From an optimization exercise on the open Yosys and OpenROAD flow, aimed at small area, a short achievable clock period and few clock cycles per item; shortcuts taken in it are not production practice. In this exercise RTL edits were held to simulation tests only and were not proved equivalent to the original. Power and IR drop assume default switching activity.

==> inputs of trial 6 <==
## dge_sha512
module dge_sha512 (
    input  wire         clk,
    input  wire         rst,             
    input  wire         start,
    input  wire [7:0]   alg,             
    input  wire         resume,
    input  wire [511:0] resume_h,        
    input  wire [63:0]  resume_count,    
    input  wire         abort,
    input  wire         in_valid,
    output wire         in_ready,
    input  wire [63:0]  in_data,
    input  wire         in_last,
    input  wire [3:0]   in_nbytes,
    output wire         busy,
    output reg          done,
    output reg          err,
    output wire [511:0] digest
);
export LEC_CHECK = 0
export CAP_MARGIN = 20
export CORE_MARGIN = 2
export CORE_UTILIZATION = 30
export SLEW_MARGIN = 20
export SYNTH_MEMORY_MAX_BITS = 8192
create_clock -name core_clock -period 13.0 [get_ports {clk}]
standard.sh (not shown) runs the stock make flow with config.mk's settings and CLKGATE_MAP_FILE= SYNTH_SCRIPT=/design/flow/synth_recipe.tcl, a recipe that flattens the netlist after the stock synthesis.
==> flow/flow/run.sh <==
#!/bin/bash
# Standard synthesis, then the standard layout with repair_timing aiming
# at a setup margin below the clock period (the SDC is unchanged).
set -euo pipefail
MARGIN=$(cat flow/margin.txt)
bash standard.sh synth > synth.log 2>&1
bash standard.sh SETUP_SLACK_MARGIN=$MARGIN finish > layout.log 2>&1
==> flow/flow/margin.txt <==
7
==> trial 91: changes against trial 6 <==
--- a/flow/design.v
+++ b/flow/design.v
@@ -3,21 +3,21 @@
     input  wire         rst,             
     input  wire         start,
     input  wire [7:0]   alg,             
     input  wire         resume,
     input  wire [511:0] resume_h,        
     input  wire [63:0]  resume_count,    
     input  wire         abort,
     input  wire         in_valid,
-    output wire         in_ready,
+    output reg          in_ready,
     input  wire [63:0]  in_data,
     input  wire         in_last,
     input  wire [3:0]   in_nbytes,
-    output wire         busy,
+    output reg          busy,
     output reg          done,
     output reg          err,
     output wire [511:0] digest
 );
     localparam [1:0] S_IDLE = 2'd0,
                      S_PRE  = 2'd1,      
                      S_POST = 2'd2,      
                      S_RND  = 2'd3;      
@@ -128,157 +128,186 @@
     wire [7:0]   mark_pos = {1'b0, fp, 3'b000} + {4'd0, ib_n};
     wire         alg_ok   = (alg == ALG_SHA384) || (alg == ALG_SHA512);
     wire feed_slot = (state == S_PRE) || (state == S_POST) ||
                      (state == S_RND && (kidx <= 7'd14 || kidx == 7'd80));
     wire feed_want = feed_slot && (fmode != F_END);
     wire feed_data = feed_want && (fmode == F_DATA);
     wire go   = !(feed_data && !ib_v);
     wire cons = feed_data && ib_v;       
-    assign busy     = (state != S_IDLE);
-    assign in_ready = busy && !got_last && (!ib_v || cons);
     wire take = in_ready && in_valid;
     reg [63:0] pad_word;
     always @(*) begin
         if (need80)
             pad_word = {8'h80, 56'd0};
         else if (lenfit && fp == 4'd14)
             pad_word = {61'd0, cnt_hi[60:58]};
         else if (lenfit && fp == 4'd15)
             pad_word = {cnt_hi[57:0], cnt_lo, 3'b000};
         else
             pad_word = 64'd0;
     end
     wire [63:0] feed_word = (fmode == F_DATA) ?
                             (ib_last ? bswap64(last_beat) : bswap64(ib_d)) : pad_word;
     wire rot = (state == S_POST) || (state == S_RND && kidx >= 7'd78);
+    wire clr67 = is384 && (state == S_POST) && (fmode == F_END);
     wire [63:0] sum_a = ha[3] + (first ? 64'd0 : a);
     wire [63:0] sum_e = he[3] + (first ? 64'd0 : e);
     wire [511:0] h_cat = {ha[0], ha[1], ha[2], ha[3], he[0], he[1], he[2], he[3]};
     genvar gi;
     generate
         for (gi = 0; gi < 64; gi = gi + 1) begin : g_dig
-            if (gi < 48) begin : g_lo
-                assign digest[8*gi +: 8] = h_cat[511-8*gi -: 8];
-            end else begin : g_hi
-                assign digest[8*gi +: 8] = is384 ? 8'd0 : h_cat[511-8*gi -: 8];
-            end
+            assign digest[8*gi +: 8] = h_cat[511-8*gi -: 8];
         end
     endgenerate
     wire [511:0] rh;         
     generate
         for (gi = 0; gi < 64; gi = gi + 1) begin : g_rh
             assign rh[511-8*gi -: 8] = resume_h[8*gi +: 8];
         end
     endgenerate
     wire [511:0] iv = (alg == ALG_SHA384) ?
         {64'hcbbb9d5dc1059ed8, 64'h629a292a367cd507, 64'h9159015a3070dd17, 64'h152fecd8f70e5939,
          64'h67332667ffc00b31, 64'h8eb44a8768581511, 64'hdb0c2e0d64f98fa7, 64'h47b5481dbefa4fa4} :
         {64'h6a09e667f3bcc908, 64'hbb67ae8584caa73b, 64'h3c6ef372fe94f82b, 64'ha54ff53a5f1d36f1,
          64'h510e527fade682d1, 64'h9b05688c2b3e6c1f, 64'h1f83d9abfb41bd6b, 64'h5be0cd19137e2179};
     wire [511:0] h_init = resume ? rh : iv;
     wire idle = (state == S_IDLE);
-    always @(posedge clk) begin
-        if (rst) begin
-            state <= S_IDLE;
-            done  <= 1'b0;
-            err   <= 1'b0;
-        end else if (abort) begin
-            state <= S_IDLE;
-            done  <= 1'b0;
-            err   <= 1'b0;
+    reg [1:0] state_n;
+    reg [6:0] kidx_n;
+    reg [1:0] fmode_n;
+    reg       ib_v_n, got_last_n, done_n, err_n;
+    always @(*) begin
+        state_n    = state;
+        kidx_n     = kidx;
+        fmode_n    = fmode;
+        done_n     = done;
+        err_n      = err;
+        ib_v_n     = ib_v;
+        got_last_n = got_last;
+        if (rst || abort) begin
+            state_n = S_IDLE;
+            done_n  = 1'b0;
+            err_n   = 1'b0;
         end else if (idle) begin
+            fmode_n    = F_DATA;
+            ib_v_n     = 1'b0;
+            got_last_n = 1'b0;
             if (start) begin
-                done <= 1'b0;
-                err  <= 1'b0;
+                done_n = 1'b0;
+                err_n  = 1'b0;
                 if (!alg_ok || (resume && resume_count[6:0] != 7'd0)) begin
-                    done <= 1'b1;
-                    err  <= 1'b1;
+                    done_n = 1'b1;
+                    err_n  = 1'b1;
                 end else begin
-                    state <= S_PRE;
+                    state_n = S_PRE;
                 end
             end
         end else if (cons && ib_last && !last_ok) begin
-            state <= S_IDLE;
-            done  <= 1'b1;
-            err   <= 1'b1;
-        end else if (go) begin
-            case (state)
-            S_PRE:  state <= S_POST;
-            S_POST: begin
-                if (fmode == F_END) begin
-                    state <= S_IDLE;
-                    done  <= 1'b1;
-                end else begin
-                    state <= S_RND;
+            state_n = S_IDLE;
+            done_n  = 1'b1;
+            err_n   = 1'b1;
+        end else begin
+            if (take) begin
+                ib_v_n     = 1'b1;
+                got_last_n = in_last;
+            end else if (cons) begin
+                ib_v_n     = 1'b0;
+            end
+            if (go) begin
+                case (state)
+                S_PRE: begin
+                    state_n = S_POST;
+                    kidx_n  = 7'd0;
+                end
+                S_POST: begin
+                    kidx_n = 7'd1;
+                    if (fmode == F_END) begin
+                        state_n = S_IDLE;
+                        done_n  = 1'b1;
+                    end else begin
+                        state_n = S_RND;
+                    end
+                end
+                default: begin
+                    if (kidx == 7'd80) begin
+                        state_n = S_POST;
+                        kidx_n  = 7'd0;
+                    end else begin
+                        kidx_n  = kidx + 7'd1;
+                    end
+                end
+                endcase
+                if (feed_want) begin
+                    if (fmode == F_DATA) begin
+                        if (ib_last)
+                            fmode_n = F_PAD;
+                    end else if (fp == 4'd15 && lenfit) begin
+                        fmode_n = F_END;
+                    end
                 end
             end
-            default: if (kidx == 7'd80) state <= S_POST;
-            endcase
         end
     end
+    wire feed_slot_n = (state_n == S_PRE) || (state_n == S_POST) ||
+                       (state_n == S_RND && (kidx_n <= 7'd14 || kidx_n == 7'd80));
+    wire busy_n      = (state_n != S_IDLE);
+    always @(posedge clk) begin
+        state    <= state_n;
+        kidx     <= kidx_n;
+        fmode    <= fmode_n;
+        done     <= done_n;
+        err      <= err_n;
+        ib_v     <= ib_v_n;
+        got_last <= got_last_n;
+        busy     <= busy_n;
+        in_ready <= busy_n && !got_last_n &&
+                    (!ib_v_n || (feed_slot_n && fmode_n == F_DATA));
+    end
     always @(posedge clk) begin
         if (idle) begin
             if (start) begin
                 is384 <= (alg == ALG_SHA384);
                 {ha[3], ha[0], ha[1], ha[2], he[3], he[0], he[1], he[2]} <= h_init;
             end
         end else if (go && rot) begin
             ha[0] <= sum_a; ha[1] <= ha[0]; ha[2] <= ha[1]; ha[3] <= ha[2];
-            he[0] <= sum_e; he[1] <= he[0]; he[2] <= he[1]; he[3] <= he[2];
+            he[0] <= sum_e; he[1] <= he[0];
+            he[2] <= clr67 ? 64'd0 : he[1];
+            he[3] <= clr67 ? 64'd0 : he[2];
         end
     end
     always @(posedge clk) begin
         if (idle) begin
             first  <= 1'b1;
-            fmode  <= F_DATA;
             fp     <= 4'd0;
             need80 <= 1'b0;
             cnt_hi <= resume ? resume_count[63:3] : 61'd0;
             cnt_lo <= 3'd0;
         end else if (go) begin
             if (feed_want) begin
                 fp <= fp + 4'd1;
                 if (fmode == F_DATA) begin
                     cnt_hi <= cnt_hi + {60'd0, !ib_last || ib_n[3]};
                     if (ib_last) begin
                         cnt_lo <= ib_n[2:0];
-                        fmode  <= F_PAD;
                         need80 <= (ib_n == 4'd8);
                         lenfit <= (mark_pos <= 8'd111) || (fp == 4'd15);
                     end
                 end else begin
                     need80 <= 1'b0;
-                    if (fp == 4'd15) begin
-                        if (lenfit)
-                            fmode <= F_END;
+                    if (fp == 4'd15)
                         lenfit <= 1'b1;
-                    end
                 end
             end
-            case (state)
-            S_PRE:  kidx <= 7'd0;
-            S_POST: begin
-                kidx  <= 7'd1;
+            if (state == S_POST)
                 first <= 1'b0;
-            end
-            default: kidx <= (kidx == 7'd80) ? 7'd0 : kidx + 7'd1;
-            endcase
         end
     end
     always @(posedge clk) begin
-        if (idle) begin
-            ib_v     <= 1'b0;
-            got_last <= 1'b0;
-        end else if (take) begin
-            ib_v     <= 1'b1;
-            got_last <= in_last;
-        end else if (cons) begin
-            ib_v     <= 1'b0;
-        end
         if (take) begin
             ib_d    <= in_data;
             ib_last <= in_last;
             ib_n    <= in_nbytes;
         end
     end
     always @(posedge clk) begin
         if (idle) begin
==> flow/flow/margin.txt (replaced) <==
8
==> comparison <==
Trial 91 finished with timing, DRC and antenna clean. Trial 6 finished with timing, DRC and antenna clean.
Of trial 6 and trial 91, trial 6 has the higher via count (gap 0.96%, measured against trial 91).
Between trial 91 and trial 6, the lower worst setup slack is in trial 6 (gap 0.30 ns).
Final cell count: trial 91 is lower than trial 6 (1.1%).
Clock power: trial 91 is larger than trial 6 (about 2%).
Of trial 91 and trial 6, trial 91 has the higher final area (gap about 4%, measured against trial 6).
Synthesized cell count: trial 6 is larger than trial 91 (8.1%).
Of trial 91 and trial 6, trial 91 has the higher clock skew (gap 0.0022 ns).
In trial 91 the die area is lower than in trial 6, by about 3.6%.
In trial 91 the critical path depth is higher than in trial 6, by 5.
In trial 91 the count of clock-buffer cells in the layout is lower than in trial 6, by 3.
Testbench counts of trial 6, summed over its fixed seeds: cycles 55,550, bytes 57,574.
Testbench counts of trial 91, summed over its fixed seeds: cycles 55,550, bytes 57,574.

==> afterwards: timing with drivers on the ports <==
The results above use ideal ports. As a check the final layouts listed here were re-extracted and re-timed, cells and wires unchanged.
Step 1, drivers: a clkbuf_16 drives clk and a buf_2 each remaining input, both assumed.
Step 2, shift: input delay + t, output delay - t, t = (earliest + latest rising clock arrival at the registers) / 2. This alone moves slack from input paths to output paths.
Three values: ideal ports, drivers, drivers and shift; two values: the first two.
run | shift t [ns] | setup WS [ns] | slew at the worst register clock pin (ns) | worst slew at a driven data input, ns
trial 6 | 1.042 | 6.995 / 6.889 / 6.414 | 0.08 / 0.08 | 0.41
trial 91 | 1.073 | 7.297 / 7.297 / 6.741 | 0.07 / 0.07 | 0.53
After both steps setup and hold are still met in every run listed. The setup slack of trial 6, which loses most, moves by -0.106 ns with the drivers and by -0.581 ns with both steps.
